What follows belongs to an exercise in optimizing a design on an open flow for small area; a production flow would make more cautious choices.
RTL that was checked went through simulation tests only; none was proved equivalent to the original.
Power figures rest on the tool's default switching activity, not on a simulated workload.

==> v4 <==
## sinc4_decim
module sinc4_decim (
    input  wire        clk,
    input  wire        rst,         
    input  wire        in_valid,
    input  wire [8:0]  in_bits,
    output wire        out_valid,
    output wire [3:0]  out_lane,
    output wire [18:0] out_data
);
export LEC_CHECK = 0
export ABC_AREA = 1
export CAP_MARGIN = 20
export CORE_MARGIN = 2
export CORE_UTILIZATION = 40
export SLEW_MARGIN = 20
create_clock -name core_clock -period 20.0 [get_ports {clk}]
run.sh (not shown) runs the stock make flow with config.mk's settings and CLKGATE_MAP_FILE= SYNTH_SCRIPT=/design/flow/synth_recipe.tcl, a recipe that flattens the netlist after the stock synthesis.
==> v24: changes against v4 <==
- SYNTH_MEMORY_MAX_BITS: default -> 16384
==> v7: changes against v4 <==
--- a/flow/design.v
+++ b/flow/design.v
@@ -130,18 +130,21 @@
             7'd101: k = {14'd2300, 15'd10400, 15'd2925, 13'd0};
             7'd102: k = {14'd2024, 15'd10328, 15'd3272, 13'd1};
             7'd103: k = {14'd4324, 15'd20728, 15'd6197, 13'd1};
             default: k = 57'd0;
         endcase
     end
     wire [69:0] head = clr ? 70'd0 : ring[8];
-    wire [18:0] r0 = head[18:0]  + {6'd0, k[12:0]};
-    wire [18:0] r1 = head[37:19] + {4'd0, k[27:13]};
-    wire [17:0] r2 = head[55:38] + {3'd0, k[42:28]};
-    wire [14:0] r3 = {1'b0, head[69:56]} + {1'b0, k[56:43]};
+    wire [18:0] r0, r1;
+    wire [17:0] r2;
+    wire [14:0] r3;
+    rca #(19, 13) a0 (.a(head[18:0]),  .b(k[12:0]),  .s(r0));
+    rca #(19, 15) a1 (.a(head[37:19]), .b(k[27:13]), .s(r1));
+    rca #(18, 15) a2 (.a(head[55:38]), .b(k[42:28]), .s(r2));
+    rca #(15, 14) a3 (.a({1'b0, head[69:56]}), .b(k[56:43]), .s(r3));
     wire [69:0] upd = shift ? {14'd0, 3'd0, r3, 1'b0, r2, r1} : {r3[13:0], r2, r1, r0};
     integer i;
     always @(posedge clk) begin
         ring[0] <= upd;
         for (i = 1; i < 9; i = i + 1)
             ring[i] <= ring[i-1];
     end
@@ -169,7 +172,27 @@
             xo <= lb[lnext];
         end
     end
     assign out_valid = shift;
     assign out_lane  = lane;
     assign out_data  = r0;
 endmodule
+module rca #(parameter W = 8, parameter WB = 8) (
+    input  wire [W-1:0]  a,
+    input  wire [WB-1:0] b,
+    output wire [W-1:0]  s
+);
+    wire [W:0] c;
+    assign c[0] = 1'b0;
+    genvar i;
+    generate
+        for (i = 0; i < W; i = i + 1) begin : g
+            if (i < WB) begin : f
+                assign s[i]   = a[i] ^ b[i] ^ c[i];
+                assign c[i+1] = (a[i] & b[i]) | (c[i] & (a[i] ^ b[i]));
+            end else begin : h
+                assign s[i]   = a[i] ^ c[i];
+                assign c[i+1] = a[i] & c[i];
+            end
+        end
+    endgenerate
+endmodule
- CTS_BUF_LIST: default -> sky130_fd_sc_hd__clkbuf_8
- CTS_CLUSTER_DIAMETER: default -> 60
- CTS_CLUSTER_SIZE: default -> 20
- SYNTH_MEMORY_MAX_BITS: default -> 16384
==> qor summary <==
| quantity | v4 | v7 | v24 |
|---|---|---|---|
| Main synth FF type | - | sky130_fd_sc_hd__dfxtp_1 | sky130_fd_sc_hd__dfxtp_1 |
| Number of non-clock buffers | - | 54 | 48 |
| Hold buffers post-CTS | - | 0 | 0 |
| Count leader, synth | - | sky130_fd_sc_hd__dfxtp_1 | sky130_fd_sc_hd__dfxtp_1 |
| Complex-gate fraction of the synthesized area | - | 0.0573 | 0.0788 |
| Status | stopped before the end | finished clean | finished clean |
| Last stage reached | synthesis (1_2_yosys) | - | - |
| Most common cell after layout, fill and taps aside | - | sky130_fd_sc_hd__dfxtp_1 | sky130_fd_sc_hd__dfxtp_1 |
| Max cap viols | - | 0 | 0 |
| Power of the clock network | - | 637 uW | 1.16 mW |
| DP Wirelength | - | 35600 microns | 43300 microns |
| Routability cong. | - | 0.939 | 0.990 |
| Multi-input gate area | - | 5220 sq um | 6510 sq um |
| Final global-route overflow total | - | 0 | 0 |
| Internal Power | - | 1.96 mW | 2.37 mW |
| IO Pins | - | 36 | 36 |
| FILL cells | - | 4493 | 4852 |
| Die outline area | - | 49900 sq um | 53600 sq um |
| Final wirelength | - | 49300 microns | 59400 microns |
| DRT antenna net count | - | 0 | 0 |
| Post-synthesis share of cell area spent on and, or, nand and nor gates | - | 0.131 | 0.162 |
Function not checked in v7: the RTL went through the layout flow alone.

* * *

==> 07-27 <==
sinc4_decim, a different RTL version from the one above (not shown whole).
==> flow/config.mk <==
export PLATFORM = sky130hd
export DESIGN_NAME = sinc4_decim
export DESIGN_NICKNAME = sinc4_decim
export VERILOG_FILES = /design/flow/design.v
export SDC_FILE = /design/flow/constraint.sdc
export NUM_CORES = 4
export LEC_CHECK = 0
export ABC_AREA = 1
export CAP_MARGIN = 20
export CORE_MARGIN = 2
export CORE_UTILIZATION = 60
export CTS_BUF_LIST = sky130_fd_sc_hd__clkbuf_8
export CTS_CLUSTER_DIAMETER = 60
export CTS_CLUSTER_SIZE = 20
export SLEW_MARGIN = 20
export SYNTH_HIERARCHICAL = 1
export SYNTH_MEMORY_MAX_BITS = 16384
==> flow/constraint.sdc <==
create_clock -name core_clock -period 20.0 [get_ports {clk}]
set_input_delay 4.0000 -clock core_clock [delete_from_list [all_inputs] [get_ports {clk}]]
set_output_delay 4.0000 -clock core_clock [all_outputs]
set_load 0.01 [all_outputs]
standard.sh (not shown) runs the stock make flow with config.mk's settings and CLKGATE_MAP_FILE= SYNTH_SCRIPT=/design/flow/synth_recipe.tcl, a recipe that flattens the netlist after the stock synthesis.
==> flow/flow/run.sh <==
#!/bin/bash
# Own layout flow: the standard synthesis, then the combinational logic between the
# registers re-mapped by ABC for area (the registers, their names and cell types are kept),
# then the standard layout from floorplan on, with the ports buffered by buf_1.
# Each tool writes its full output to a log file in this folder.
set -euo pipefail
W=$(pwd)
F=$W/flow
P=$FLOW_HOME/platforms/$FLOW_PLATFORM
LIB=$P/lib/sky130_fd_sc_hd__tt_025C_1v80.lib
R=$W/orfs/results/$FLOW_PLATFORM/sinc4_decim/base
YOSYS=$(command -v yosys || echo $FLOW_HOME/../tools/install/yosys/bin/yosys)

# 1. standard synthesis
bash standard.sh synth > $W/flow_1_synth.log 2>&1

# 2. re-map the logic between the registers
cp $R/1_2_yosys.v $W/synth_standard.v
python3 $F/lib2v.py $LIB > $W/cells_func.v
DU=$(sed -n '/DONT_USE_CELLS/,/^#/p' $P/config.mk | grep -o 'sky130_fd_sc_hd__[A-Za-z0-9_]*' | sed 's/^/-dont_use /' | tr '\n' ' ')
cat > $W/remap.ys <<EOS

read_verilog $W/cells_func.v
read_verilog $W/synth_standard.v
hierarchy -top $FLOW_TOP
flatten
read_liberty -lib $LIB
rename -hide w:* i:* %d o:* %d
opt_clean -purge
techmap
opt -fast
abc -liberty $LIB $DU -script $F/remap.abc
opt_clean -purge
setundef -zero
hilomap -singleton -hicell sky130_fd_sc_hd__conb_1 HI -locell sky130_fd_sc_hd__conb_1 LO
splitnets
opt_clean -purge
check -assert -mapped
tee -o $W/remap_stat.txt stat -liberty $LIB
write_verilog -noattr -nohex -nodec $W/synth_remapped.v
EOS
$YOSYS -l $W/flow_2_remap.log -q -s $W/remap.ys
cp $W/synth_remapped.v $R/1_2_yosys.v
rm -f $R/1_synth.odb $R/1_synth.sdc

# 3. standard layout from the re-mapped netlist
bash standard.sh "BUFFER_PORTS_ARGS=-buffer_cell sky130_fd_sc_hd__buf_1" "CTS_ARGS=-sink_clustering_enable -repair_clock_nets -sink_clustering_size 30 -sink_clustering_max_diameter 50 -buf_list sky130_fd_sc_hd__clkbuf_8 sky130_fd_sc_hd__clkbuf_16 -sink_clustering_buffer sky130_fd_sc_hd__clkbuf_16 -dont_use_dummy_load" finish > $W/flow_3_layout.log 2>&1
test -s $W/out/final.def
==> flow/flow/remap.abc <==
strash
&get -n
&st
&dch
&nf -R 1000
&put
Other scripts of this flow, unchanged in this note and not shown: flow/flow/lib2v.py
==> 08-20 (differences from 07-27) <==
--- a/flow/flow/run.sh
+++ b/flow/flow/run.sh
@@ -45,4 +45,4 @@
 
 # 3. standard layout from the re-mapped netlist
-bash standard.sh "BUFFER_PORTS_ARGS=-buffer_cell sky130_fd_sc_hd__buf_1" "CTS_ARGS=-sink_clustering_enable -repair_clock_nets -sink_clustering_size 30 -sink_clustering_max_diameter 50 -buf_list sky130_fd_sc_hd__clkbuf_8 sky130_fd_sc_hd__clkbuf_16 -sink_clustering_buffer sky130_fd_sc_hd__clkbuf_16 -dont_use_dummy_load" finish > $W/flow_3_layout.log 2>&1
+bash standard.sh "BUFFER_PORTS_ARGS=-buffer_cell sky130_fd_sc_hd__buf_1" "CTS_ARGS=-sink_clustering_enable -repair_clock_nets -sink_clustering_size 20 -sink_clustering_max_diameter 60 -buf_list sky130_fd_sc_hd__clkbuf_8 -dont_use_dummy_load" finish > $W/flow_3_layout.log 2>&1
 test -s $W/out/final.def
Settings changed: GPL_TIMING_DRIVEN set to 0.
==> 12-01 (differences from 07-27) <==
--- a/flow/flow/run.sh
+++ b/flow/flow/run.sh
@@ -45,4 +45,4 @@
 
 # 3. standard layout from the re-mapped netlist
-bash standard.sh "BUFFER_PORTS_ARGS=-buffer_cell sky130_fd_sc_hd__buf_1" "CTS_ARGS=-sink_clustering_enable -repair_clock_nets -sink_clustering_size 30 -sink_clustering_max_diameter 50 -buf_list sky130_fd_sc_hd__clkbuf_8 sky130_fd_sc_hd__clkbuf_16 -sink_clustering_buffer sky130_fd_sc_hd__clkbuf_16 -dont_use_dummy_load" finish > $W/flow_3_layout.log 2>&1
+bash standard.sh "BUFFER_PORTS_ARGS=-buffer_cell sky130_fd_sc_hd__buf_1" "CTS_ARGS=-sink_clustering_enable -repair_clock_nets -sink_clustering_size 20 -sink_clustering_max_diameter 60 -buf_list sky130_fd_sc_hd__clkbuf_8 -dont_use_dummy_load" finish > $W/flow_3_layout.log 2>&1
 test -s $W/out/final.def
==> flow/flow/remap.abc (replaced) <==
strash
&get -n
&st
&dch
&nf -R 50
&put
Settings changed: CORE_UTILIZATION 60 to 70, GPL_TIMING_DRIVEN set to 0.
==> run summary <==
status did not finish; last stage reached clock tree synthesis; Tool Error [ERROR STA-0564] clock_tree_synthesis positional arguments not supported.; synthesized area 17800 um^2; Syn Area/Cell 12.4 um^2; placed cells 1878; Chip Height roughly 180 um; Rows between 60 and 70
That was 07-27.
==> run summary <==
status complete, no violations; Root Driver clkbuf_8; Syn Area/Cell 12.4 um^2; Die Wd 163 um; Rows just under 60; # clk buffers 39; placed cells 1801; synthesized area 17800 um^2; design area about 19000 um^2; storage element area 13200 um^2; Chip Height 163 um; DRC 0
That was 12-01.
==> run summary <==
Syn Area/Cell 12.4 um^2; status complete, no violations; routed vias 10640; synthesized area roughly 18000 um^2; Rows 62; Chip Height 176 um
That was 08-20.

[what the ideal ports hide]
No port has a modelled driver above. Below, the same layouts with a new extraction and two added sets of constraints. Step 1 (the two cells are an assumption about what drives the block):
set clk [get_ports {clk}]
set_driving_cell -lib_cell sky130_fd_sc_hd__clkbuf_16 $clk
set_driving_cell -lib_cell sky130_fd_sc_hd__buf_2 [delete_from_list [all_inputs] $clk]
Step 2, shift: input delay + t, output delay - t, t = (earliest + latest rising clock arrival at the registers) / 2. This alone moves slack from input paths to output paths. Three values: ideal ports, drivers, drivers and shift; two values: the first two.
run	t (ns)	slack for setup (ns)	worst register clock-pin slew, ns	worst slew at a driven data input, ns	pins driven straight from the clock port
v24	0.685	9.312 / 9.254 / 9.939	0.07 / 0.07	0.04	1
v7	0.683	6.625 / 6.573 / 7.256	0.11 / 0.11	0.04	1
08-20	0.583	0.667 / 0.619 / 1.202	0.11 / 0.11	0.04	1
12-01	0.614	0.783 / 0.738 / 1.352	0.13 / 0.13	0.05	1
After both steps every run listed still meets setup and hold.
